Context: an optimization exercise on an open-source flow, tuned for small area, a short achievable clock period and few clock cycles per item. The choices shown serve that exercise and are no tape-out recipe. Only simulation tests tie the RTL to the original design; equivalence was not proved. Power figures rest on the tool's default switching activity, not on a simulated workload.

--- flow/design.v ---
module deq32 (
  input  wire               clk,
  input  wire               rst,         
  input  wire               in_valid,
  output wire               in_ready,
  input  wire [1:0]         in_mode,     
  input  wire signed [31:0] in_p0,       
  input  wire signed [31:0] in_p1,
  input  wire signed [31:0] in_p2,
  input  wire signed [31:0] in_p3,
  input  wire signed [31:0] in_p4,
  input  wire signed [31:0] in_p5,
  input  wire signed [9:0]  in_c,        
  input  wire signed [9:0]  in_es,       
  output wire               out_valid,
  input  wire               out_ready,
  output wire [31:0]        out_f        
);
  wire m23 = in_mode[1];
  wire m3  = in_mode[1] & in_mode[0];
  wire [31:0] ra  = {~in_p0[31], in_p0[30:0]};
  wire [31:0] rb1 = {~in_p1[31], in_p1[30:0]};
  wire [31:0] rb2 = {~in_p2[31], in_p2[30:0]};
  wire [31:0] rc0 = {~in_p3[31], in_p3[30:0]};
  wire [31:0] rc1 = {~in_p4[31], in_p4[30:0]};
  wire [31:0] rc2 = {~in_p5[31], in_p5[30:0]};
  wire [47:0] t;
  wire f1 = m23 & rc0[0];
  wire f2 = m3 & rc1[0];
  wire f3 = m3 & rc2[0];
  wire f4 = m23 & rc0[1];
  wire f5 = m3 & rc1[1];
  wire f6 = m3 & rc2[1];
  wire f7 = m23 & rc0[2];
  wire f8 = m3 & rc1[2];
  wire f9 = m3 & rc2[2];
  wire f10 = m23 & rc0[3];
  wire f11 = m3 & rc1[3];
  wire f12 = m3 & rc2[3];
  wire f13 = m23 & rc0[4];
  wire f14 = m3 & rc1[4];
  wire f15 = m3 & rc2[4];
  wire f16 = m23 & rc0[5];
  wire f17 = m3 & rc1[5];
  wire f18 = m3 & rc2[5];
  wire f19 = m23 & rc0[6];
  wire f20 = m3 & rc1[6];
  wire f21 = m3 & rc2[6];
  wire f22 = m23 & rc0[7];
  wire f23 = m3 & rc1[7];
  wire f24 = m3 & rc2[7];
  wire f25 = m23 & (rb1[0] ^ rb2[0] ^ rc0[8]);
  wire f26 = m23 & ((rb1[0] & rb2[0]) | (rb1[0] & rc0[8]) | (rb2[0] & rc0[8]));
  wire f27 = m3 & rc1[8];
  wire f28 = m3 & rc2[8];
  wire f29 = m23 & (rb1[1] ^ rb2[1] ^ rc0[9]);
  wire f30 = m23 & ((rb1[1] & rb2[1]) | (rb1[1] & rc0[9]) | (rb2[1] & rc0[9]));
  wire f31 = m3 & rc1[9];
  wire f32 = m3 & rc2[9];
  wire f33 = m23 & (rb1[2] ^ rb2[2] ^ rc0[10]);
  wire f34 = m23 & ((rb1[2] & rb2[2]) | (rb1[2] & rc0[10]) | (rb2[2] & rc0[10]));
  wire f35 = m3 & rc1[10];
  wire f36 = m3 & rc2[10];
  wire f37 = m23 & (rb1[3] ^ rb2[3] ^ rc0[11]);
  wire f38 = m23 & ((rb1[3] & rb2[3]) | (rb1[3] & rc0[11]) | (rb2[3] & rc0[11]));
  wire f39 = m3 & rc1[11];
  wire f40 = m3 & rc2[11];
  wire f41 = m23 & (rb1[4] ^ rb2[4] ^ rc0[12]);
  wire f42 = m23 & ((rb1[4] & rb2[4]) | (rb1[4] & rc0[12]) | (rb2[4] & rc0[12]));
  wire f43 = m3 & rc1[12];
  wire f44 = m3 & rc2[12];
  wire f45 = m23 & (rb1[5] ^ rb2[5] ^ rc0[13]);
  wire f46 = m23 & ((rb1[5] & rb2[5]) | (rb1[5] & rc0[13]) | (rb2[5] & rc0[13]));
  wire f47 = m3 & rc1[13];
  wire f48 = m3 & rc2[13];
  wire f49 = m23 & (rb1[6] ^ rb2[6] ^ rc0[14]);
  wire f50 = m23 & ((rb1[6] & rb2[6]) | (rb1[6] & rc0[14]) | (rb2[6] & rc0[14]));
  wire f51 = m3 & rc1[14];
  wire f52 = m3 & rc2[14];
  wire f53 = m23 & (rb1[7] ^ rb2[7] ^ rc0[15]);
  wire f54 = m23 & ((rb1[7] & rb2[7]) | (rb1[7] & rc0[15]) | (rb2[7] & rc0[15]));
  wire f55 = m3 & rc1[15];
  wire f56 = m3 & rc2[15];
  wire f57 = m23 & (rb1[8] ^ rb2[8] ^ rc0[16]);
  wire f58 = m23 & ((rb1[8] & rb2[8]) | (rb1[8] & rc0[16]) | (rb2[8] & rc0[16]));
  wire f59 = m3 & rc1[16];
  wire f60 = m3 & rc2[16];
  wire f61 = m23 & (rb1[9] ^ rb2[9] ^ rc0[17]);
  wire f62 = m23 & ((rb1[9] & rb2[9]) | (rb1[9] & rc0[17]) | (rb2[9] & rc0[17]));
  wire f63 = m3 & rc1[17];
  wire f64 = m3 & rc2[17];
  wire f65 = m23 & (rb1[10] ^ rb2[10] ^ rc0[18]);
  wire f66 = m23 & ((rb1[10] & rb2[10]) | (rb1[10] & rc0[18]) | (rb2[10] & rc0[18]));
  wire f67 = m3 & rc1[18];
  wire f68 = m3 & rc2[18];
  wire f69 = m23 & (rb1[11] ^ rb2[11] ^ rc0[19]);
  wire f70 = m23 & ((rb1[11] & rb2[11]) | (rb1[11] & rc0[19]) | (rb2[11] & rc0[19]));
  wire f71 = m3 & rc1[19];
  wire f72 = m3 & rc2[19];
  wire f73 = m23 & (rb1[12] ^ rb2[12] ^ rc0[20]);
  wire f74 = m23 & ((rb1[12] & rb2[12]) | (rb1[12] & rc0[20]) | (rb2[12] & rc0[20]));
  wire f75 = m3 & rc1[20];
  wire f76 = m3 & rc2[20];
  wire f77 = m23 & (rb1[13] ^ rb2[13] ^ rc0[21]);
  wire f78 = m23 & ((rb1[13] & rb2[13]) | (rb1[13] & rc0[21]) | (rb2[13] & rc0[21]));
  wire f79 = m3 & rc1[21];
  wire f80 = m3 & rc2[21];
  wire f81 = m23 & (rb1[14] ^ rb2[14] ^ rc0[22]);
  wire f82 = m23 & ((rb1[14] & rb2[14]) | (rb1[14] & rc0[22]) | (rb2[14] & rc0[22]));
  wire f83 = m3 & rc1[22];
  wire f84 = m3 & rc2[22];
  wire f85 = m23 & (rb1[15] ^ rb2[15] ^ rc0[23]);
  wire f86 = m23 & ((rb1[15] & rb2[15]) | (rb1[15] & rc0[23]) | (rb2[15] & rc0[23]));
  wire f87 = m3 & rc1[23];
  wire f88 = m3 & rc2[23];
  wire f89 = m23 & (rb1[16] ^ rb2[16] ^ rc0[24]);
  wire f90 = m23 & ((rb1[16] & rb2[16]) | (rb1[16] & rc0[24]) | (rb2[16] & rc0[24]));
  wire f91 = m3 & rc1[24];
  wire f92 = m3 & rc2[24];
  wire f93 = m23 & (rb1[17] ^ rb2[17] ^ rc0[25]);
  wire f94 = m23 & ((rb1[17] & rb2[17]) | (rb1[17] & rc0[25]) | (rb2[17] & rc0[25]));
  wire f95 = m3 & rc1[25];
  wire f96 = m3 & rc2[25];
  wire f97 = m23 & (rb1[18] ^ rb2[18] ^ rc0[26]);
  wire f98 = m23 & ((rb1[18] & rb2[18]) | (rb1[18] & rc0[26]) | (rb2[18] & rc0[26]));
  wire f99 = m3 & rc1[26];
  wire f100 = m3 & rc2[26];
  wire f101 = m23 & (rb1[19] ^ rb2[19] ^ rc0[27]);
  wire f102 = m23 & ((rb1[19] & rb2[19]) | (rb1[19] & rc0[27]) | (rb2[19] & rc0[27]));
  wire f103 = m3 & rc1[27];
  wire f104 = m3 & rc2[27];
  wire f105 = m23 & (rb1[20] ^ rb2[20] ^ rc0[28]);
  wire f106 = m23 & ((rb1[20] & rb2[20]) | (rb1[20] & rc0[28]) | (rb2[20] & rc0[28]));
  wire f107 = m3 & rc1[28];
  wire f108 = m3 & rc2[28];
  wire f109 = m23 & (rb1[21] ^ rb2[21] ^ rc0[29]);
  wire f110 = m23 & ((rb1[21] & rb2[21]) | (rb1[21] & rc0[29]) | (rb2[21] & rc0[29]));
  wire f111 = m3 & rc1[29];
  wire f112 = m3 & rc2[29];
  wire f113 = m23 & (rb1[22] ^ rb2[22] ^ rc0[30]);
  wire f114 = m23 & ((rb1[22] & rb2[22]) | (rb1[22] & rc0[30]) | (rb2[22] & rc0[30]));
  wire f115 = m3 & rc1[30];
  wire f116 = m3 & rc2[30];
  wire f117 = m23 & (rb1[23] ^ rb2[23] ^ rc0[31]);
  wire f118 = m23 & ((rb1[23] & rb2[23]) | (rb1[23] & rc0[31]) | (rb2[23] & rc0[31]));
  wire f119 = m3 & rc1[31];
  wire f120 = m3 & rc2[31];
  wire f121 = m23 & rb1[24];
  wire f122 = m23 & rb2[24];
  wire f123 = m23 & rb1[25];
  wire f124 = m23 & rb2[25];
  wire f125 = m23 & rb1[26];
  wire f126 = m23 & rb2[26];
  wire f127 = m23 & rb1[27];
  wire f128 = m23 & rb2[27];
  wire f129 = m23 & rb1[28];
  wire f130 = m23 & rb2[28];
  wire f131 = m23 & rb1[29];
  wire f132 = m23 & rb2[29];
  wire f133 = m23 & rb1[30];
  wire f134 = m23 & rb2[30];
  wire f135 = m23 & rb1[31];
  wire f136 = m23 & rb2[31];
  wire f137 = m23;
  wire f138 = (m23 & ~m3);
  wire f139 = m23;
  wire f140 = m23;
  wire f141 = m23;
  wire f142 = m23;
  wire f143 = m23;
  wire f144 = m23;
  wire f145 = m23;
  wire f146 = m23;
  wire f147 = m23;
  wire f148 = m23;
  wire f149 = m23;
  wire f150 = m23;
  wire f151 = m23;
  wire f152 = ~m23;
  wire ds1 = f54 ^ ra[0];
  wire dc1 = f54 & ra[0];
  wire ds2 = f58 ^ ra[1] ^ f61;
  wire dc2 = (f58 & ra[1]) | (f58 & f61) | (ra[1] & f61);
  wire ds3 = f62 ^ ra[2] ^ f65;
  wire dc3 = (f62 & ra[2]) | (f62 & f65) | (ra[2] & f65);
  wire ds4 = f66 ^ ra[3] ^ f69;
  wire dc4 = (f66 & ra[3]) | (f66 & f69) | (ra[3] & f69);
  wire ds5 = f70 ^ ra[4] ^ f73;
  wire dc5 = (f70 & ra[4]) | (f70 & f73) | (ra[4] & f73);
  wire ds6 = f74 ^ ra[5] ^ f77;
  wire dc6 = (f74 & ra[5]) | (f74 & f77) | (ra[5] & f77);
  wire ds7 = f78 ^ ra[6] ^ f81;
  wire dc7 = (f78 & ra[6]) | (f78 & f81) | (ra[6] & f81);
  wire ds8 = f82 ^ ra[7] ^ f85;
  wire dc8 = (f82 & ra[7]) | (f82 & f85) | (ra[7] & f85);
  wire ds9 = f86 ^ ra[8] ^ f89;
  wire dc9 = (f86 & ra[8]) | (f86 & f89) | (ra[8] & f89);
  wire ds10 = f90 ^ ra[9] ^ f93;
  wire dc10 = (f90 & ra[9]) | (f90 & f93) | (ra[9] & f93);
  wire ds11 = f94 ^ ra[10] ^ f97;
  wire dc11 = (f94 & ra[10]) | (f94 & f97) | (ra[10] & f97);
  wire ds12 = f98 ^ ra[11] ^ f101;
  wire dc12 = (f98 & ra[11]) | (f98 & f101) | (ra[11] & f101);
  wire ds13 = f102 ^ ra[12] ^ f105;
  wire dc13 = (f102 & ra[12]) | (f102 & f105) | (ra[12] & f105);
  wire ds14 = f106 ^ ra[13] ^ f109;
  wire dc14 = (f106 & ra[13]) | (f106 & f109) | (ra[13] & f109);
  wire ds15 = f110 ^ ra[14] ^ f113;
  wire dc15 = (f110 & ra[14]) | (f110 & f113) | (ra[14] & f113);
  wire ds16 = f114 ^ ra[15] ^ f117;
  wire dc16 = (f114 & ra[15]) | (f114 & f117) | (ra[15] & f117);
  wire ds17 = f119 ^ f120;
  wire dc17 = f119 & f120;
  wire ds18 = f118 ^ ra[16] ^ f121;
  wire dc18 = (f118 & ra[16]) | (f118 & f121) | (ra[16] & f121);
  wire ds19 = f122 ^ f138;
  wire dc19 = f122 & f138;
  wire ds20 = ra[17] ^ f123 ^ f124;
  wire dc20 = (ra[17] & f123) | (ra[17] & f124) | (f123 & f124);
  wire ds21 = ra[18] ^ f125;
  wire dc21 = ra[18] & f125;
  wire ds22 = ra[19] ^ f127;
  wire dc22 = ra[19] & f127;
  wire ds23 = ra[20] ^ f129;
  wire dc23 = ra[20] & f129;
  wire ds24 = ra[21] ^ f131;
  wire dc24 = ra[21] & f131;
  wire ds25 = ra[22] ^ f133;
  wire dc25 = ra[22] & f133;
  wire ds26 = ra[23] ^ f135;
  wire dc26 = ra[23] & f135;
  wire ds27 = f26 ^ f29;
  wire dc27 = f26 & f29;
  wire ds28 = f30 ^ f33 ^ f35;
  wire dc28 = (f30 & f33) | (f30 & f35) | (f33 & f35);
  wire ds29 = f34 ^ f37 ^ f39;
  wire dc29 = (f34 & f37) | (f34 & f39) | (f37 & f39);
  wire ds30 = f38 ^ f41 ^ f43;
  wire dc30 = (f38 & f41) | (f38 & f43) | (f41 & f43);
  wire ds31 = f42 ^ f45 ^ f47;
  wire dc31 = (f42 & f45) | (f42 & f47) | (f45 & f47);
  wire ds32 = f46 ^ f49 ^ f51;
  wire dc32 = (f46 & f49) | (f46 & f51) | (f49 & f51);
  wire ds33 = f50 ^ f53 ^ f55;
  wire dc33 = (f50 & f53) | (f50 & f55) | (f53 & f55);
  wire ds34 = ds1 ^ f57 ^ f59;
  wire dc34 = (ds1 & f57) | (ds1 & f59) | (f57 & f59);
  wire ds35 = dc1 ^ ds2 ^ f63;
  wire dc35 = (dc1 & ds2) | (dc1 & f63) | (ds2 & f63);
  wire ds36 = dc2 ^ ds3 ^ f67;
  wire dc36 = (dc2 & ds3) | (dc2 & f67) | (ds3 & f67);
  wire ds37 = dc3 ^ ds4 ^ f71;
  wire dc37 = (dc3 & ds4) | (dc3 & f71) | (ds4 & f71);
  wire ds38 = dc4 ^ ds5 ^ f75;
  wire dc38 = (dc4 & ds5) | (dc4 & f75) | (ds5 & f75);
  wire ds39 = dc5 ^ ds6 ^ f79;
  wire dc39 = (dc5 & ds6) | (dc5 & f79) | (ds6 & f79);
  wire ds40 = dc6 ^ ds7 ^ f83;
  wire dc40 = (dc6 & ds7) | (dc6 & f83) | (ds7 & f83);
  wire ds41 = dc7 ^ ds8 ^ f87;
  wire dc41 = (dc7 & ds8) | (dc7 & f87) | (ds8 & f87);
  wire ds42 = dc8 ^ ds9 ^ f91;
  wire dc42 = (dc8 & ds9) | (dc8 & f91) | (ds9 & f91);
  wire ds43 = dc9 ^ ds10 ^ f95;
  wire dc43 = (dc9 & ds10) | (dc9 & f95) | (ds10 & f95);
  wire ds44 = dc10 ^ ds11 ^ f99;
  wire dc44 = (dc10 & ds11) | (dc10 & f99) | (ds11 & f99);
  wire ds45 = dc11 ^ ds12 ^ f103;
  wire dc45 = (dc11 & ds12) | (dc11 & f103) | (ds12 & f103);
  wire ds46 = dc12 ^ ds13 ^ f107;
  wire dc46 = (dc12 & ds13) | (dc12 & f107) | (ds13 & f107);
  wire ds47 = dc13 ^ ds14 ^ f111;
  wire dc47 = (dc13 & ds14) | (dc13 & f111) | (ds14 & f111);
  wire ds48 = dc14 ^ ds15 ^ f115;
  wire dc48 = (dc14 & ds15) | (dc14 & f115) | (ds15 & f115);
  wire ds49 = dc15 ^ ds16 ^ ds17;
  wire dc49 = (dc15 & ds16) | (dc15 & ds17) | (ds16 & ds17);
  wire ds50 = dc16 ^ dc17 ^ ds18;
  wire dc50 = (dc16 & dc17) | (dc16 & ds18) | (dc17 & ds18);
  wire ds51 = dc18 ^ dc19 ^ ds20;
  wire dc51 = (dc18 & dc19) | (dc18 & ds20) | (dc19 & ds20);
  wire ds52 = dc20 ^ ds21 ^ f126;
  wire dc52 = (dc20 & ds21) | (dc20 & f126) | (ds21 & f126);
  wire ds53 = dc21 ^ ds22 ^ f128;
  wire dc53 = (dc21 & ds22) | (dc21 & f128) | (ds22 & f128);
  wire ds54 = dc22 ^ ds23 ^ f130;
  wire dc54 = (dc22 & ds23) | (dc22 & f130) | (ds23 & f130);
  wire ds55 = dc23 ^ ds24 ^ f132;
  wire dc55 = (dc23 & ds24) | (dc23 & f132) | (ds24 & f132);
  wire ds56 = dc24 ^ ds25 ^ f134;
  wire dc56 = (dc24 & ds25) | (dc24 & f134) | (ds25 & f134);
  wire ds57 = dc25 ^ ds26 ^ f136;
  wire dc57 = (dc25 & ds26) | (dc25 & f136) | (ds26 & f136);
  wire ds58 = f1 ^ f2;
  wire dc58 = f1 & f2;
  wire ds59 = f4 ^ f5 ^ f6;
  wire dc59 = (f4 & f5) | (f4 & f6) | (f5 & f6);
  wire ds60 = f7 ^ f8 ^ f9;
  wire dc60 = (f7 & f8) | (f7 & f9) | (f8 & f9);
  wire ds61 = f10 ^ f11 ^ f12;
  wire dc61 = (f10 & f11) | (f10 & f12) | (f11 & f12);
  wire ds62 = f13 ^ f14 ^ f15;
  wire dc62 = (f13 & f14) | (f13 & f15) | (f14 & f15);
  wire ds63 = f16 ^ f17 ^ f18;
  wire dc63 = (f16 & f17) | (f16 & f18) | (f17 & f18);
  wire ds64 = f19 ^ f20 ^ f21;
  wire dc64 = (f19 & f20) | (f19 & f21) | (f20 & f21);
  wire ds65 = f22 ^ f23 ^ f24;
  wire dc65 = (f22 & f23) | (f22 & f24) | (f23 & f24);
  wire ds66 = f25 ^ f27 ^ f28;
  wire dc66 = (f25 & f27) | (f25 & f28) | (f27 & f28);
  wire ds67 = ds27 ^ f31 ^ f32;
  wire dc67 = (ds27 & f31) | (ds27 & f32) | (f31 & f32);
  wire ds68 = dc27 ^ ds28 ^ f36;
  wire dc68 = (dc27 & ds28) | (dc27 & f36) | (ds28 & f36);
  wire ds69 = dc28 ^ ds29 ^ f40;
  wire dc69 = (dc28 & ds29) | (dc28 & f40) | (ds29 & f40);
  wire ds70 = dc29 ^ ds30 ^ f44;
  wire dc70 = (dc29 & ds30) | (dc29 & f44) | (ds30 & f44);
  wire ds71 = dc30 ^ ds31 ^ f48;
  wire dc71 = (dc30 & ds31) | (dc30 & f48) | (ds31 & f48);
  wire ds72 = dc31 ^ ds32 ^ f52;
  wire dc72 = (dc31 & ds32) | (dc31 & f52) | (ds32 & f52);
  wire ds73 = dc32 ^ ds33 ^ f56;
  wire dc73 = (dc32 & ds33) | (dc32 & f56) | (ds33 & f56);
  wire ds74 = dc33 ^ ds34 ^ f60;
  wire dc74 = (dc33 & ds34) | (dc33 & f60) | (ds34 & f60);
  wire ds75 = dc34 ^ ds35 ^ f64;
  wire dc75 = (dc34 & ds35) | (dc34 & f64) | (ds35 & f64);
  wire ds76 = dc35 ^ ds36 ^ f68;
  wire dc76 = (dc35 & ds36) | (dc35 & f68) | (ds36 & f68);
  wire ds77 = dc36 ^ ds37 ^ f72;
  wire dc77 = (dc36 & ds37) | (dc36 & f72) | (ds37 & f72);
  wire ds78 = dc37 ^ ds38 ^ f76;
  wire dc78 = (dc37 & ds38) | (dc37 & f76) | (ds38 & f76);
  wire ds79 = dc38 ^ ds39 ^ f80;
  wire dc79 = (dc38 & ds39) | (dc38 & f80) | (ds39 & f80);
  wire ds80 = dc39 ^ ds40 ^ f84;
  wire dc80 = (dc39 & ds40) | (dc39 & f84) | (ds40 & f84);
  wire ds81 = dc40 ^ ds41 ^ f88;
  wire dc81 = (dc40 & ds41) | (dc40 & f88) | (ds41 & f88);
  wire ds82 = dc41 ^ ds42 ^ f92;
  wire dc82 = (dc41 & ds42) | (dc41 & f92) | (ds42 & f92);
  wire ds83 = dc42 ^ ds43 ^ f96;
  wire dc83 = (dc42 & ds43) | (dc42 & f96) | (ds43 & f96);
  wire ds84 = dc43 ^ ds44 ^ f100;
  wire dc84 = (dc43 & ds44) | (dc43 & f100) | (ds44 & f100);
  wire ds85 = dc44 ^ ds45 ^ f104;
  wire dc85 = (dc44 & ds45) | (dc44 & f104) | (ds45 & f104);
  wire ds86 = dc45 ^ ds46 ^ f108;
  wire dc86 = (dc45 & ds46) | (dc45 & f108) | (ds46 & f108);
  wire ds87 = dc46 ^ ds47 ^ f112;
  wire dc87 = (dc46 & ds47) | (dc46 & f112) | (ds47 & f112);
  wire ds88 = dc47 ^ ds48 ^ f116;
  wire dc88 = (dc47 & ds48) | (dc47 & f116) | (ds48 & f116);
  wire ds89 = dc48 ^ ds49 ^ f137;
  wire dc89 = (dc48 & ds49) | (dc48 & f137) | (ds49 & f137);
  wire ds90 = dc49 ^ ds50 ^ ds19;
  wire dc90 = (dc49 & ds50) | (dc49 & ds19) | (ds50 & ds19);
  wire ds91 = dc50 ^ ds51 ^ f139;
  wire dc91 = (dc50 & ds51) | (dc50 & f139) | (ds51 & f139);
  wire ds92 = dc51 ^ ds52 ^ f140;
  wire dc92 = (dc51 & ds52) | (dc51 & f140) | (ds52 & f140);
  wire ds93 = dc52 ^ ds53 ^ f141;
  wire dc93 = (dc52 & ds53) | (dc52 & f141) | (ds53 & f141);
  wire ds94 = dc53 ^ ds54 ^ f142;
  wire dc94 = (dc53 & ds54) | (dc53 & f142) | (ds54 & f142);
  wire ds95 = dc54 ^ ds55 ^ f143;
  wire dc95 = (dc54 & ds55) | (dc54 & f143) | (ds55 & f143);
  wire ds96 = dc55 ^ ds56 ^ f144;
  wire dc96 = (dc55 & ds56) | (dc55 & f144) | (ds56 & f144);
  wire ds97 = dc56 ^ ds57 ^ f145;
  wire dc97 = (dc56 & ds57) | (dc56 & f145) | (ds57 & f145);
  wire ds98 = dc57 ^ dc26 ^ ra[24];
  wire dc98 = (dc57 & dc26) | (dc57 & ra[24]) | (dc26 & ra[24]);
  wire ds99 = ra[25] ^ f146;
  wire dc99 = ra[25] & f146;
  wire ds100 = ra[26] ^ f147;
  wire dc100 = ra[26] & f147;
  wire ds101 = ra[27] ^ f148;
  wire dc101 = ra[27] & f148;
  wire ds102 = ra[28] ^ f149;
  wire dc102 = ra[28] & f149;
  wire ds103 = ra[29] ^ f150;
  wire dc103 = ra[29] & f150;
  wire ds104 = ra[30] ^ f151;
  wire dc104 = ra[30] & f151;
  wire ds105 = ra[31] ^ f152;
  wire dc105 = ra[31] & f152;
  wire [47:0] tx = {dc104, dc103, dc102, dc101, dc100, dc99, dc98, dc97, dc96, dc95, dc94, dc93, dc92, dc91, dc90, dc89, dc88, dc87, dc86, dc85, dc84, dc83, dc82, dc81, dc80, dc79, dc78, dc77, dc76, dc75, dc74, dc73, dc72, dc71, dc70, dc69, dc68, dc67, dc66, dc65, dc64, dc63, dc62, dc61, dc60, dc59, dc58, ds58};
  wire [47:0] ty = {ds105, ds104, ds103, ds102, ds101, ds100, ds99, ds98, ds97, ds96, ds95, ds94, ds93, ds92, ds91, ds90, ds89, ds88, ds87, ds86, ds85, ds84, ds83, ds82, ds81, ds80, ds79, ds78, ds77, ds76, ds75, ds74, ds73, ds72, ds71, ds70, ds69, ds68, ds67, ds66, ds65, ds64, ds63, ds62, ds61, ds60, ds59, f3};
  wire [47:0] cp_p0 = tx ^ ty;
  wire [47:0] cp_g0 = tx & ty;
  wire cp_gg1 = cp_g0[1] | (cp_p0[1] & cp_g0[0]);
  wire cp_gg2 = cp_g0[3] | (cp_p0[3] & cp_g0[2]);
  wire cp_pp2 = cp_p0[3] & cp_p0[2];
  wire cp_gg3 = cp_g0[5] | (cp_p0[5] & cp_g0[4]);
  wire cp_pp3 = cp_p0[5] & cp_p0[4];
  wire cp_gg4 = cp_g0[7] | (cp_p0[7] & cp_g0[6]);
  wire cp_pp4 = cp_p0[7] & cp_p0[6];
  wire cp_gg5 = cp_g0[9] | (cp_p0[9] & cp_g0[8]);
  wire cp_pp5 = cp_p0[9] & cp_p0[8];
  wire cp_gg6 = cp_g0[11] | (cp_p0[11] & cp_g0[10]);
  wire cp_pp6 = cp_p0[11] & cp_p0[10];
  wire cp_gg7 = cp_g0[13] | (cp_p0[13] & cp_g0[12]);
  wire cp_pp7 = cp_p0[13] & cp_p0[12];
  wire cp_gg8 = cp_g0[15] | (cp_p0[15] & cp_g0[14]);
  wire cp_pp8 = cp_p0[15] & cp_p0[14];
  wire cp_gg9 = cp_g0[17] | (cp_p0[17] & cp_g0[16]);
  wire cp_pp9 = cp_p0[17] & cp_p0[16];
  wire cp_gg10 = cp_g0[19] | (cp_p0[19] & cp_g0[18]);
  wire cp_pp10 = cp_p0[19] & cp_p0[18];
  wire cp_gg11 = cp_g0[21] | (cp_p0[21] & cp_g0[20]);
  wire cp_pp11 = cp_p0[21] & cp_p0[20];
  wire cp_gg12 = cp_g0[23] | (cp_p0[23] & cp_g0[22]);
  wire cp_pp12 = cp_p0[23] & cp_p0[22];
  wire cp_gg13 = cp_g0[25] | (cp_p0[25] & cp_g0[24]);
  wire cp_pp13 = cp_p0[25] & cp_p0[24];
  wire cp_gg14 = cp_g0[27] | (cp_p0[27] & cp_g0[26]);
  wire cp_pp14 = cp_p0[27] & cp_p0[26];
  wire cp_gg15 = cp_g0[29] | (cp_p0[29] & cp_g0[28]);
  wire cp_pp15 = cp_p0[29] & cp_p0[28];
  wire cp_gg16 = cp_g0[31] | (cp_p0[31] & cp_g0[30]);
  wire cp_pp16 = cp_p0[31] & cp_p0[30];
  wire cp_gg17 = cp_g0[33] | (cp_p0[33] & cp_g0[32]);
  wire cp_pp17 = cp_p0[33] & cp_p0[32];
  wire cp_gg18 = cp_g0[35] | (cp_p0[35] & cp_g0[34]);
  wire cp_pp18 = cp_p0[35] & cp_p0[34];
  wire cp_gg19 = cp_g0[37] | (cp_p0[37] & cp_g0[36]);
  wire cp_pp19 = cp_p0[37] & cp_p0[36];
  wire cp_gg20 = cp_g0[39] | (cp_p0[39] & cp_g0[38]);
  wire cp_pp20 = cp_p0[39] & cp_p0[38];
  wire cp_gg21 = cp_g0[41] | (cp_p0[41] & cp_g0[40]);
  wire cp_pp21 = cp_p0[41] & cp_p0[40];
  wire cp_gg22 = cp_g0[43] | (cp_p0[43] & cp_g0[42]);
  wire cp_pp22 = cp_p0[43] & cp_p0[42];
  wire cp_gg23 = cp_g0[45] | (cp_p0[45] & cp_g0[44]);
  wire cp_pp23 = cp_p0[45] & cp_p0[44];
  wire cp_gg24 = cp_g0[47] | (cp_p0[47] & cp_g0[46]);
  wire cp_pp24 = cp_p0[47] & cp_p0[46];
  wire cp_gg25 = cp_g0[2] | (cp_p0[2] & cp_gg1);
  wire cp_gg26 = cp_gg2 | (cp_pp2 & cp_gg1);
  wire cp_gg27 = cp_g0[6] | (cp_p0[6] & cp_gg3);
  wire cp_pp27 = cp_p0[6] & cp_pp3;
  wire cp_gg28 = cp_gg4 | (cp_pp4 & cp_gg3);
  wire cp_pp28 = cp_pp4 & cp_pp3;
  wire cp_gg29 = cp_g0[10] | (cp_p0[10] & cp_gg5);
  wire cp_pp29 = cp_p0[10] & cp_pp5;
  wire cp_gg30 = cp_gg6 | (cp_pp6 & cp_gg5);
  wire cp_pp30 = cp_pp6 & cp_pp5;
  wire cp_gg31 = cp_g0[14] | (cp_p0[14] & cp_gg7);
  wire cp_pp31 = cp_p0[14] & cp_pp7;
  wire cp_gg32 = cp_gg8 | (cp_pp8 & cp_gg7);
  wire cp_pp32 = cp_pp8 & cp_pp7;
  wire cp_gg33 = cp_g0[18] | (cp_p0[18] & cp_gg9);
  wire cp_pp33 = cp_p0[18] & cp_pp9;
  wire cp_gg34 = cp_gg10 | (cp_pp10 & cp_gg9);
  wire cp_pp34 = cp_pp10 & cp_pp9;
  wire cp_gg35 = cp_g0[22] | (cp_p0[22] & cp_gg11);
  wire cp_pp35 = cp_p0[22] & cp_pp11;
  wire cp_gg36 = cp_gg12 | (cp_pp12 & cp_gg11);
  wire cp_pp36 = cp_pp12 & cp_pp11;
  wire cp_gg37 = cp_g0[26] | (cp_p0[26] & cp_gg13);
  wire cp_pp37 = cp_p0[26] & cp_pp13;
  wire cp_gg38 = cp_gg14 | (cp_pp14 & cp_gg13);
  wire cp_pp38 = cp_pp14 & cp_pp13;
  wire cp_gg39 = cp_g0[30] | (cp_p0[30] & cp_gg15);
  wire cp_pp39 = cp_p0[30] & cp_pp15;
  wire cp_gg40 = cp_gg16 | (cp_pp16 & cp_gg15);
  wire cp_pp40 = cp_pp16 & cp_pp15;
  wire cp_gg41 = cp_g0[34] | (cp_p0[34] & cp_gg17);
  wire cp_pp41 = cp_p0[34] & cp_pp17;
  wire cp_gg42 = cp_gg18 | (cp_pp18 & cp_gg17);
  wire cp_pp42 = cp_pp18 & cp_pp17;
  wire cp_gg43 = cp_g0[38] | (cp_p0[38] & cp_gg19);
  wire cp_pp43 = cp_p0[38] & cp_pp19;
  wire cp_gg44 = cp_gg20 | (cp_pp20 & cp_gg19);
  wire cp_pp44 = cp_pp20 & cp_pp19;
  wire cp_gg45 = cp_g0[42] | (cp_p0[42] & cp_gg21);
  wire cp_pp45 = cp_p0[42] & cp_pp21;
  wire cp_gg46 = cp_gg22 | (cp_pp22 & cp_gg21);
  wire cp_pp46 = cp_pp22 & cp_pp21;
  wire cp_gg47 = cp_g0[46] | (cp_p0[46] & cp_gg23);
  wire cp_pp47 = cp_p0[46] & cp_pp23;
  wire cp_gg48 = cp_gg24 | (cp_pp24 & cp_gg23);
  wire cp_pp48 = cp_pp24 & cp_pp23;
  wire cp_gg49 = cp_g0[4] | (cp_p0[4] & cp_gg26);
  wire cp_gg50 = cp_gg3 | (cp_pp3 & cp_gg26);
  wire cp_gg51 = cp_gg27 | (cp_pp27 & cp_gg26);
  wire cp_gg52 = cp_gg28 | (cp_pp28 & cp_gg26);
  wire cp_gg53 = cp_g0[12] | (cp_p0[12] & cp_gg30);
  wire cp_pp53 = cp_p0[12] & cp_pp30;
  wire cp_gg54 = cp_gg7 | (cp_pp7 & cp_gg30);
  wire cp_pp54 = cp_pp7 & cp_pp30;
  wire cp_gg55 = cp_gg31 | (cp_pp31 & cp_gg30);
  wire cp_pp55 = cp_pp31 & cp_pp30;
  wire cp_gg56 = cp_gg32 | (cp_pp32 & cp_gg30);
  wire cp_pp56 = cp_pp32 & cp_pp30;
  wire cp_gg57 = cp_g0[20] | (cp_p0[20] & cp_gg34);
  wire cp_pp57 = cp_p0[20] & cp_pp34;
  wire cp_gg58 = cp_gg11 | (cp_pp11 & cp_gg34);
  wire cp_pp58 = cp_pp11 & cp_pp34;
  wire cp_gg59 = cp_gg35 | (cp_pp35 & cp_gg34);
  wire cp_pp59 = cp_pp35 & cp_pp34;
  wire cp_gg60 = cp_gg36 | (cp_pp36 & cp_gg34);
  wire cp_pp60 = cp_pp36 & cp_pp34;
  wire cp_gg61 = cp_g0[28] | (cp_p0[28] & cp_gg38);
  wire cp_pp61 = cp_p0[28] & cp_pp38;
  wire cp_gg62 = cp_gg15 | (cp_pp15 & cp_gg38);
  wire cp_pp62 = cp_pp15 & cp_pp38;
  wire cp_gg63 = cp_gg39 | (cp_pp39 & cp_gg38);
  wire cp_pp63 = cp_pp39 & cp_pp38;
  wire cp_gg64 = cp_gg40 | (cp_pp40 & cp_gg38);
  wire cp_pp64 = cp_pp40 & cp_pp38;
  wire cp_gg65 = cp_g0[36] | (cp_p0[36] & cp_gg42);
  wire cp_pp65 = cp_p0[36] & cp_pp42;
  wire cp_gg66 = cp_gg19 | (cp_pp19 & cp_gg42);
  wire cp_pp66 = cp_pp19 & cp_pp42;
  wire cp_gg67 = cp_gg43 | (cp_pp43 & cp_gg42);
  wire cp_pp67 = cp_pp43 & cp_pp42;
  wire cp_gg68 = cp_gg44 | (cp_pp44 & cp_gg42);
  wire cp_pp68 = cp_pp44 & cp_pp42;
  wire cp_gg69 = cp_g0[44] | (cp_p0[44] & cp_gg46);
  wire cp_pp69 = cp_p0[44] & cp_pp46;
  wire cp_gg70 = cp_gg23 | (cp_pp23 & cp_gg46);
  wire cp_pp70 = cp_pp23 & cp_pp46;
  wire cp_gg71 = cp_gg47 | (cp_pp47 & cp_gg46);
  wire cp_pp71 = cp_pp47 & cp_pp46;
  wire cp_gg72 = cp_gg48 | (cp_pp48 & cp_gg46);
  wire cp_pp72 = cp_pp48 & cp_pp46;
  wire cp_gg73 = cp_g0[8] | (cp_p0[8] & cp_gg52);
  wire cp_gg74 = cp_gg5 | (cp_pp5 & cp_gg52);
  wire cp_gg75 = cp_gg29 | (cp_pp29 & cp_gg52);
  wire cp_gg76 = cp_gg30 | (cp_pp30 & cp_gg52);
  wire cp_gg77 = cp_gg53 | (cp_pp53 & cp_gg52);
  wire cp_gg78 = cp_gg54 | (cp_pp54 & cp_gg52);
  wire cp_gg79 = cp_gg55 | (cp_pp55 & cp_gg52);
  wire cp_gg80 = cp_gg56 | (cp_pp56 & cp_gg52);
  wire cp_gg81 = cp_g0[24] | (cp_p0[24] & cp_gg60);
  wire cp_pp81 = cp_p0[24] & cp_pp60;
  wire cp_gg82 = cp_gg13 | (cp_pp13 & cp_gg60);
  wire cp_pp82 = cp_pp13 & cp_pp60;
  wire cp_gg83 = cp_gg37 | (cp_pp37 & cp_gg60);
  wire cp_pp83 = cp_pp37 & cp_pp60;
  wire cp_gg84 = cp_gg38 | (cp_pp38 & cp_gg60);
  wire cp_pp84 = cp_pp38 & cp_pp60;
  wire cp_gg85 = cp_gg61 | (cp_pp61 & cp_gg60);
  wire cp_pp85 = cp_pp61 & cp_pp60;
  wire cp_gg86 = cp_gg62 | (cp_pp62 & cp_gg60);
  wire cp_pp86 = cp_pp62 & cp_pp60;
  wire cp_gg87 = cp_gg63 | (cp_pp63 & cp_gg60);
  wire cp_pp87 = cp_pp63 & cp_pp60;
  wire cp_gg88 = cp_gg64 | (cp_pp64 & cp_gg60);
  wire cp_pp88 = cp_pp64 & cp_pp60;
  wire cp_gg89 = cp_g0[40] | (cp_p0[40] & cp_gg68);
  wire cp_pp89 = cp_p0[40] & cp_pp68;
  wire cp_gg90 = cp_gg21 | (cp_pp21 & cp_gg68);
  wire cp_pp90 = cp_pp21 & cp_pp68;
  wire cp_gg91 = cp_gg45 | (cp_pp45 & cp_gg68);
  wire cp_pp91 = cp_pp45 & cp_pp68;
  wire cp_gg92 = cp_gg46 | (cp_pp46 & cp_gg68);
  wire cp_pp92 = cp_pp46 & cp_pp68;
  wire cp_gg93 = cp_gg69 | (cp_pp69 & cp_gg68);
  wire cp_pp93 = cp_pp69 & cp_pp68;
  wire cp_gg94 = cp_gg70 | (cp_pp70 & cp_gg68);
  wire cp_pp94 = cp_pp70 & cp_pp68;
  wire cp_gg95 = cp_gg71 | (cp_pp71 & cp_gg68);
  wire cp_pp95 = cp_pp71 & cp_pp68;
  wire cp_gg96 = cp_gg72 | (cp_pp72 & cp_gg68);
  wire cp_pp96 = cp_pp72 & cp_pp68;
  wire cp_gg97 = cp_g0[16] | (cp_p0[16] & cp_gg80);
  wire cp_gg98 = cp_gg9 | (cp_pp9 & cp_gg80);
  wire cp_gg99 = cp_gg33 | (cp_pp33 & cp_gg80);
  wire cp_gg100 = cp_gg34 | (cp_pp34 & cp_gg80);
  wire cp_gg101 = cp_gg57 | (cp_pp57 & cp_gg80);
  wire cp_gg102 = cp_gg58 | (cp_pp58 & cp_gg80);
  wire cp_gg103 = cp_gg59 | (cp_pp59 & cp_gg80);
  wire cp_gg104 = cp_gg60 | (cp_pp60 & cp_gg80);
  wire cp_gg105 = cp_gg81 | (cp_pp81 & cp_gg80);
  wire cp_gg106 = cp_gg82 | (cp_pp82 & cp_gg80);
  wire cp_gg107 = cp_gg83 | (cp_pp83 & cp_gg80);
  wire cp_gg108 = cp_gg84 | (cp_pp84 & cp_gg80);
  wire cp_gg109 = cp_gg85 | (cp_pp85 & cp_gg80);
  wire cp_gg110 = cp_gg86 | (cp_pp86 & cp_gg80);
  wire cp_gg111 = cp_gg87 | (cp_pp87 & cp_gg80);
  wire cp_gg112 = cp_gg88 | (cp_pp88 & cp_gg80);
  wire cp_gg113 = cp_g0[32] | (cp_p0[32] & cp_gg112);
  wire cp_gg114 = cp_gg17 | (cp_pp17 & cp_gg112);
  wire cp_gg115 = cp_gg41 | (cp_pp41 & cp_gg112);
  wire cp_gg116 = cp_gg42 | (cp_pp42 & cp_gg112);
  wire cp_gg117 = cp_gg65 | (cp_pp65 & cp_gg112);
  wire cp_gg118 = cp_gg66 | (cp_pp66 & cp_gg112);
  wire cp_gg119 = cp_gg67 | (cp_pp67 & cp_gg112);
  wire cp_gg120 = cp_gg68 | (cp_pp68 & cp_gg112);
  wire cp_gg121 = cp_gg89 | (cp_pp89 & cp_gg112);
  wire cp_gg122 = cp_gg90 | (cp_pp90 & cp_gg112);
  wire cp_gg123 = cp_gg91 | (cp_pp91 & cp_gg112);
  wire cp_gg124 = cp_gg92 | (cp_pp92 & cp_gg112);
  wire cp_gg125 = cp_gg93 | (cp_pp93 & cp_gg112);
  wire cp_gg126 = cp_gg94 | (cp_pp94 & cp_gg112);
  wire cp_gg127 = cp_gg95 | (cp_pp95 & cp_gg112);
  wire cp_gg128 = cp_gg96 | (cp_pp96 & cp_gg112);
  wire [47:0] cp_c = {cp_gg127, cp_gg126, cp_gg125, cp_gg124, cp_gg123, cp_gg122, cp_gg121, cp_gg120, cp_gg119, cp_gg118, cp_gg117, cp_gg116, cp_gg115, cp_gg114, cp_gg113, cp_gg112, cp_gg111, cp_gg110, cp_gg109, cp_gg108, cp_gg107, cp_gg106, cp_gg105, cp_gg104, cp_gg103, cp_gg102, cp_gg101, cp_gg100, cp_gg99, cp_gg98, cp_gg97, cp_gg80, cp_gg79, cp_gg78, cp_gg77, cp_gg76, cp_gg75, cp_gg74, cp_gg73, cp_gg52, cp_gg51, cp_gg50, cp_gg49, cp_gg26, cp_gg25, cp_gg1, cp_g0[0], 1'b0};
  assign t = cp_p0 ^ cp_c;
  wire signed [11:0] kr = $signed({{2{in_c[9]}}, in_c}) + $signed({{2{in_es[9]}}, in_es})
                        + (m3 ? 12'sd132 : m23 ? 12'sd116 : 12'sd100);
  wire [8:0] kb = (kr < -12'sd72) ? -9'sd72 : (kr > 12'sd255) ? 9'd255 : kr[8:0];
  reg         v1_q, valid_q, empty_q;
  reg  [47:0] t_q;
  reg  [8:0]  kb_q;
  reg  [31:0] f_q;
  wire [31:0] f;
  wire en   = out_ready | empty_q;
  wire en_t = en | ~v1_q;
  assign in_ready  = en;
  assign out_valid = valid_q;
  assign out_f     = f_q;
  always @(posedge clk) begin
    if (rst) begin
      v1_q    <= 1'b0;
      valid_q <= 1'b0;
      empty_q <= 1'b1;
    end else if (en) begin
      v1_q    <= in_valid;
      valid_q <= v1_q;
      empty_q <= ~v1_q;
    end
  end
  always @(posedge clk) begin
    if (en_t) begin
      t_q  <= t;
      kb_q <= kb;
    end
    if (en)
      f_q  <= f;
  end
  wire        sign = t_q[47];
  wire [46:0] v    = t_q[46:0] ^ {47{sign}};
  wire [8:0]  nk1  = ~kb_q;
  wire        deep = $signed(kb_q) < -9'sd47;
  wire [46:0] vm = v;
  integer i;
  wire [63:0] l0 = {17'd0, vm};
  wire [31:0] a1, v1; wire [15:0] v2; wire [31:0] a2; wire [7:0] v3; wire [23:0] a3;
  wire [3:0] v4; wire [15:0] a4; wire [1:0] v5; wire [9:0] a5;
  genvar g;
  generate
    for (g = 0; g < 32; g = g + 1) begin : lz1
      assign v1[g] = l0[2*g+1] | l0[2*g];
      assign a1[g] = l0[2*g+1];
    end
    for (g = 0; g < 16; g = g + 1) begin : lz2
      assign v2[g] = v1[2*g+1] | v1[2*g];
      assign a2[2*g+1:2*g] = v1[2*g+1] ? {1'b1, a1[2*g+1]} : {1'b0, a1[2*g]};
    end
    for (g = 0; g < 8; g = g + 1) begin : lz3
      assign v3[g] = v2[2*g+1] | v2[2*g];
      assign a3[3*g+2:3*g] = v2[2*g+1] ? {1'b1, a2[4*g+3:4*g+2]} : {1'b0, a2[4*g+1:4*g]};
    end
    for (g = 0; g < 4; g = g + 1) begin : lz4
      assign v4[g] = v3[2*g+1] | v3[2*g];
      assign a4[4*g+3:4*g] = v3[2*g+1] ? {1'b1, a3[6*g+5:6*g+3]} : {1'b0, a3[6*g+2:6*g]};
    end
    for (g = 0; g < 2; g = g + 1) begin : lz5
      assign v5[g] = v4[2*g+1] | v4[2*g];
      assign a5[5*g+4:5*g] = v4[2*g+1] ? {1'b1, a4[8*g+7:8*g+4]} : {1'b0, a4[8*g+3:8*g]};
    end
  endgenerate
  wire [5:0] q = v5[1] ? {1'b1, a5[9:5]} : {1'b0, a5[4:0]};
  reg  [5:0]  tz;
  always @(*) begin
    tz = 6'd47;
    for (i = 46; i >= 0; i = i - 1)
      if (t_q[i]) tz = i[5:0];
  end
  wire        zero = (tz == 6'd47);
  wire        lt = ~nk1[8] & (nk1[5:0] > q);
  wire [6:0]  sh = (deep | lt) ? nk1[6:0] : {1'b0, q};
  wire [95:0] s6 = {25'd0, v, {24{sign}}};
  wire [87:0] s5 = sh[6] ? s6[95:64] : s6[87:0];
  wire [55:0] s4 = sh[5] ? s5[87:32] : s5[55:0];
  wire [39:0] s3 = sh[4] ? s4[55:16] : s4[39:0];
  wire [31:0] s2 = sh[3] ? s3[39:8]  : s3[31:0];
  wire [27:0] s1 = sh[2] ? s2[31:4]  : s2[27:0];
  wire [25:0] s0 = sh[1] ? s1[27:2]  : s1[25:0];
  wire [24:0] win = sh[0] ? s0[25:1] : s0[24:0];
  wire [23:0] kv  = win[24:1];
  wire        gv  = win[0];
  wire        st  = ({1'b0, tz} + 7'd25) <= sh;
  wire        inc = sign ? (gv | (~st & kv[0])) : (gv & (st | kv[0]));
  wire [24:0] mant = {1'b0, kv} + {24'd0, inc};
  wire signed [10:0] ebase = $signed({5'd0, sh}) + $signed({{2{kb_q[8]}}, kb_q});
  wire signed [10:0] fexp  = ebase + 11'sd1 + $signed({9'd0, mant[24:23]});
  assign f = zero ? 32'd0 :
             (fexp >= 11'sd255) ? {sign, 8'hFF, 23'd0}
                                : {sign, fexp[7:0], mant[22:0]};
endmodule
--- flow/constraint.sdc ---
create_clock -name core_clock -period 24.0 [get_ports {clk}]
set_input_delay 4.8000 -clock core_clock [delete_from_list [all_inputs] [get_ports {clk}]]
set_output_delay 4.8000 -clock core_clock [all_outputs]
set_load 0.01 [all_outputs]
--- flow/standard.sh ---
#!/bin/bash
# synth_recipe.tcl (not shown) runs the flow's synth.tcl, then flattens the netlist and writes it again
# the make line also repeats each setting of config.mk as NAME=value (left out here)
make -C /OpenROAD-flow-scripts/flow DESIGN_CONFIG=/design/flow/config.mk WORK_HOME=/design/flow/orfs CLKGATE_MAP_FILE= SYNTH_SCRIPT=/design/flow/synth_recipe.tcl "${@:-finish}"
--- flow/flow/run.sh ---
#!/bin/bash
set -euo pipefail
bash standard.sh SETUP_SLACK_MARGIN=14 \
  BUFFER_PORTS_ARGS="-buffer_cell sky130_fd_sc_hd__buf_1" \
  finish > standard_flow.log 2>&1
--- flow/config.mk ---
export PLATFORM = sky130hd
export DESIGN_NAME = deq32
export DESIGN_NICKNAME = deq32
export VERILOG_FILES = /design/flow/design.v
export SDC_FILE = /design/flow/constraint.sdc
export NUM_CORES = 4
export LEC_CHECK = 0
export ABC_AREA = 1
export CAP_MARGIN = 20
export CORE_MARGIN = 2
export CORE_UTILIZATION = 55
export SLEW_MARGIN = 20
==> results.tsv <==
metric	value	unit
Max Fclk	0.0984	GHz
R2R depth	63	
Logic pwr share	0.781	
area delta synth->final	17.4	%
Pwr Density	136	mW/mm2
Post-synth EDFFs	89	
CTS buffer count	9	
Internal Pwr Total	0.00107	W
H-Tree Depth	3	
Syn Area/Cell	7.45	um2
outcome	finished clean	
global-route wire length before repair	57.7	mm
Fin Clk Skew	0.00930	ns
startpoint types	primary input	
Synth Flop Type	edfxtp_1	
overall die height	168	um
DRC viols	0	
Post-Layout Cell Count	2587	
Reg power frac	0.147	
Site Rows	59	
Filler cells	2355	
max-cap violation count	0	
flops & latches, synth	92	
crit path capture type	output pin	
Synth Warn #	1	
dominant cell type by area after synthesis	edfxtp_1	
Mapped Nets	2429	
DP Cell Count	2516	
CP required	19.20	ns
DRT antenna net count	0	
Clk pwr share	0.072	
vias in the first global route	12700	
Final Net Count	2697	
min Tclk post-route	10.17	ns
Avg Vias per Cell	5.10	
iteration-0 DRC count of the detailed router	722	
Design Power	0.00235	W
ys async rst share	0	
CTS tree	built	
post-route cell area	0.0173	mm2
total negative setup slack	0	ns
Ant. Diodes	0	
root buf cell	clkbuf_16	
I/O pin cnt	252	
Hold Crit Depth	1	
largest net degree at the start of global routing	59	
Post-CTS Hold Fix Bufs	0	
placed inst area	0.0157	mm2
Synth Instances	1979	
RSZ-0062 raised after global routing	yes	
Clock Tree Buf Depth	2	
maximum vdd ir drop	82.8	uV
DR pass1 iterations	5	
layout cells sized above 1	0.124	
crit share post-route	0.424	
crit path max fanout	2	
post-DR wirelength/cell	14.1	um
Horiz. Die Dim	168	um
max-slew violation count	0	
count of different cell masters after synthesis	67	
clk sink count	92	
gr usage total	0.251	
Initial Util	0.563	
post-DP HPWL	28.4	mm
Mapped Area	0.0147	mm2
I/O Buffers	251	
DIE AREA	0.0281	mm2
Final Hold Fails	0	
Psw	0.00128	W
gr ovfl total	0	
critical path class	in -> out	
Worst Hold Class	reg -> reg	
Synth top area share	0.181	
leakage	8.80	nW
Worst-path clk slew	0.07	ns
post-synthesis sequential area ratio	0.185	
worst skew pair latency	0.36	ns
Vias	13200	
GP Congestion	0.942	
Setup violations, final	0	
Core Box Area	0.0262	mm2
initial antenna violation count	1	
Max transition margin	0.510	
Sw Ratio	0.544	
ranking of synthesized cells by area	edfxtp_1 (18%), fa_1 (17%), nand2_1 (11%)	
drt total wl	36.5	mm
Worst Path Arrival	5.37	ns
Least-Margin Pin Slew	0.734	ns
-- power by group through the flow --
stage / Sequential, W / Combinational (W) / Clock, W
after floorplan: 0.000341 / 0.00127 / 0
after global placement: 0.000338 / 0.00155 / 0
after detailed placement: 0.000340 / 0.00158 / 0
after CTS: 0.000338 / 0.00162 / 0.000171
after global routing: 0.000354 / 0.00207 / 0.000176
final: 0.000346 / 0.00184 / 0.000170
-- metal layers --
metal / GRT usage / wire length (um)
met2: 0.468 / 18500
met3: 0.0338 / 1500
met1: 0.306 / 15600
met4: 0.0650 / 923
met5: 0 / 13
-- sequential cells by signal (all words and copies together), names as in the netlist --
signal   flops
t_q         48
f_q         32
kb_q         9
empty_q      1
v1_q         1
valid_q      1
-- layout by cell type (no fill, tap or decap), types with 55 or more instances in the layout --
cell / instances
nand2_1: 434
inv_1: 408
buf_1: 247
fa_1: 123
ha_1: 106
nor2_1: 103
a21oi_1: 89
edfxtp_1: 89
o21ai_1: 82
o21ai_0: 57
nand3_1: 57
xor2_1: 55
-- cell type report --
type,count,area [um2],area share
clock buffer,9,225,0.0130
clock inverter,7,120,0.00694
inverter,453,1730,0.100
multi-input combinational,1375,10400,0.599
sequential,92,2730,0.158
tap,335,419,0.0242
timing repair buffer,315,1710,0.0989
timing repair inverter,1,7.51,0.000434
-- Yosys cell counts (9+ instances only) --
| cell | count |
|---|---|
| buf_4 | 11 |
| inv_2 | 31 |
| o21ai_0 | 80 |
| o21ai_1 | 74 |
| nand2_1 | 444 |
| inv_1 | 416 |
| a31oi_1 | 15 |
| a21oi_1 | 102 |
| clkbuf_1 | 18 |
| ha_1 | 108 |
| nor2_1 | 111 |
| nand4_1 | 9 |
| o21ai_2 | 20 |
| buf_6 | 11 |
| o211ai_1 | 13 |
| nor4_1 | 12 |
| edfxtp_1 | 89 |
| xnor2_1 | 37 |
| xor2_1 | 63 |
| fa_1 | 124 |
| nand3_1 | 57 |
-- kinds of logic after synthesis --
kind of cell / after synthesis / synth area share
AO/OA/AOI/OAI: 343 / 0.134
buffers and inverters: 513 / 0.148
multiplexers: 7 / 0.00526
AND/OR/NAND/NOR: 685 / 0.202
flip-flops: 92 / 0.185
XOR/XNOR: 106 / 0.0660
adder cells (fa/ha/maj): 232 / 0.260
other: 1 / 0.000254
-- per-stage QoR --
step / setup WS, ns / utilization / hold slack [ns]
4_1_cts: 13.81 / 0.621 / 0.487
5_1_grt: 13.78 / 0.661 / 0.508
3_3_place_gp: 12.36 / 0.601 / 0.467
3_5_place_dp: 12.05 / 0.601 / 0.483
2_1_floorplan: 13.82 / - / 0.439
6_report: 13.83 / 0.661 / 0.484
-- path summary, 6_finish.rpt --
| kind | slack (ns) | startpoint | to |
|---|---|---|---|
| hold / removal | 0.48 | v1_q | empty_q |
| setup / recovery | 13.83 | out_ready | in_ready |
| setup reg to reg | 14.40 | t_q[47] | f_q[14] |
| hold reg to reg | 0.48 | v1_q | empty_q |
-- worst max-delay path, stage by stage --
cell and delay [ns]:
buf_6 0.09, nor2_4 0.11, clkinvlp_4 0.19, buf_6 0.17
-- what timing repair did --
item	CTS	global route
setup endpoints to repair	59	53
cloned	2	10
gates resized for setup	30	133
pin swaps	3	23
buffers inserted	4	39
Testbench counts, summed over its fixed seeds: cycles 16,016, items 16,000.

[static timing again, ports no longer ideal]
Ports are ideal in the flow. The routed layout listed here was re-timed in OpenROAD. Step 1 (the two cells are an assumption about what drives the block):
set clk [get_ports {clk}]
set_driving_cell -lib_cell sky130_fd_sc_hd__clkbuf_16 $clk
set_driving_cell -lib_cell sky130_fd_sc_hd__buf_2 [delete_from_list [all_inputs] $clk]
Step 2 also shifts input and output timing later by t, the mid clock arrival at the registers, as if the neighbouring blocks saw the same clock. a / b / c = ideal ports / drivers / drivers and shift; a / b = the first two.
t (ns): 0.403
setup slack, ns: 13.834 / 13.801 / 13.801
slew at the worst register clock pin (ns): 0.07 / 0.07
worst data-port slew with drivers (ns): 0.07
cell pins on the clock port's net: 1
After both steps setup and hold are still met in this run. For this run, drivers alone change the setup slack by -0.033 ns; drivers and shift together by -0.033 ns.
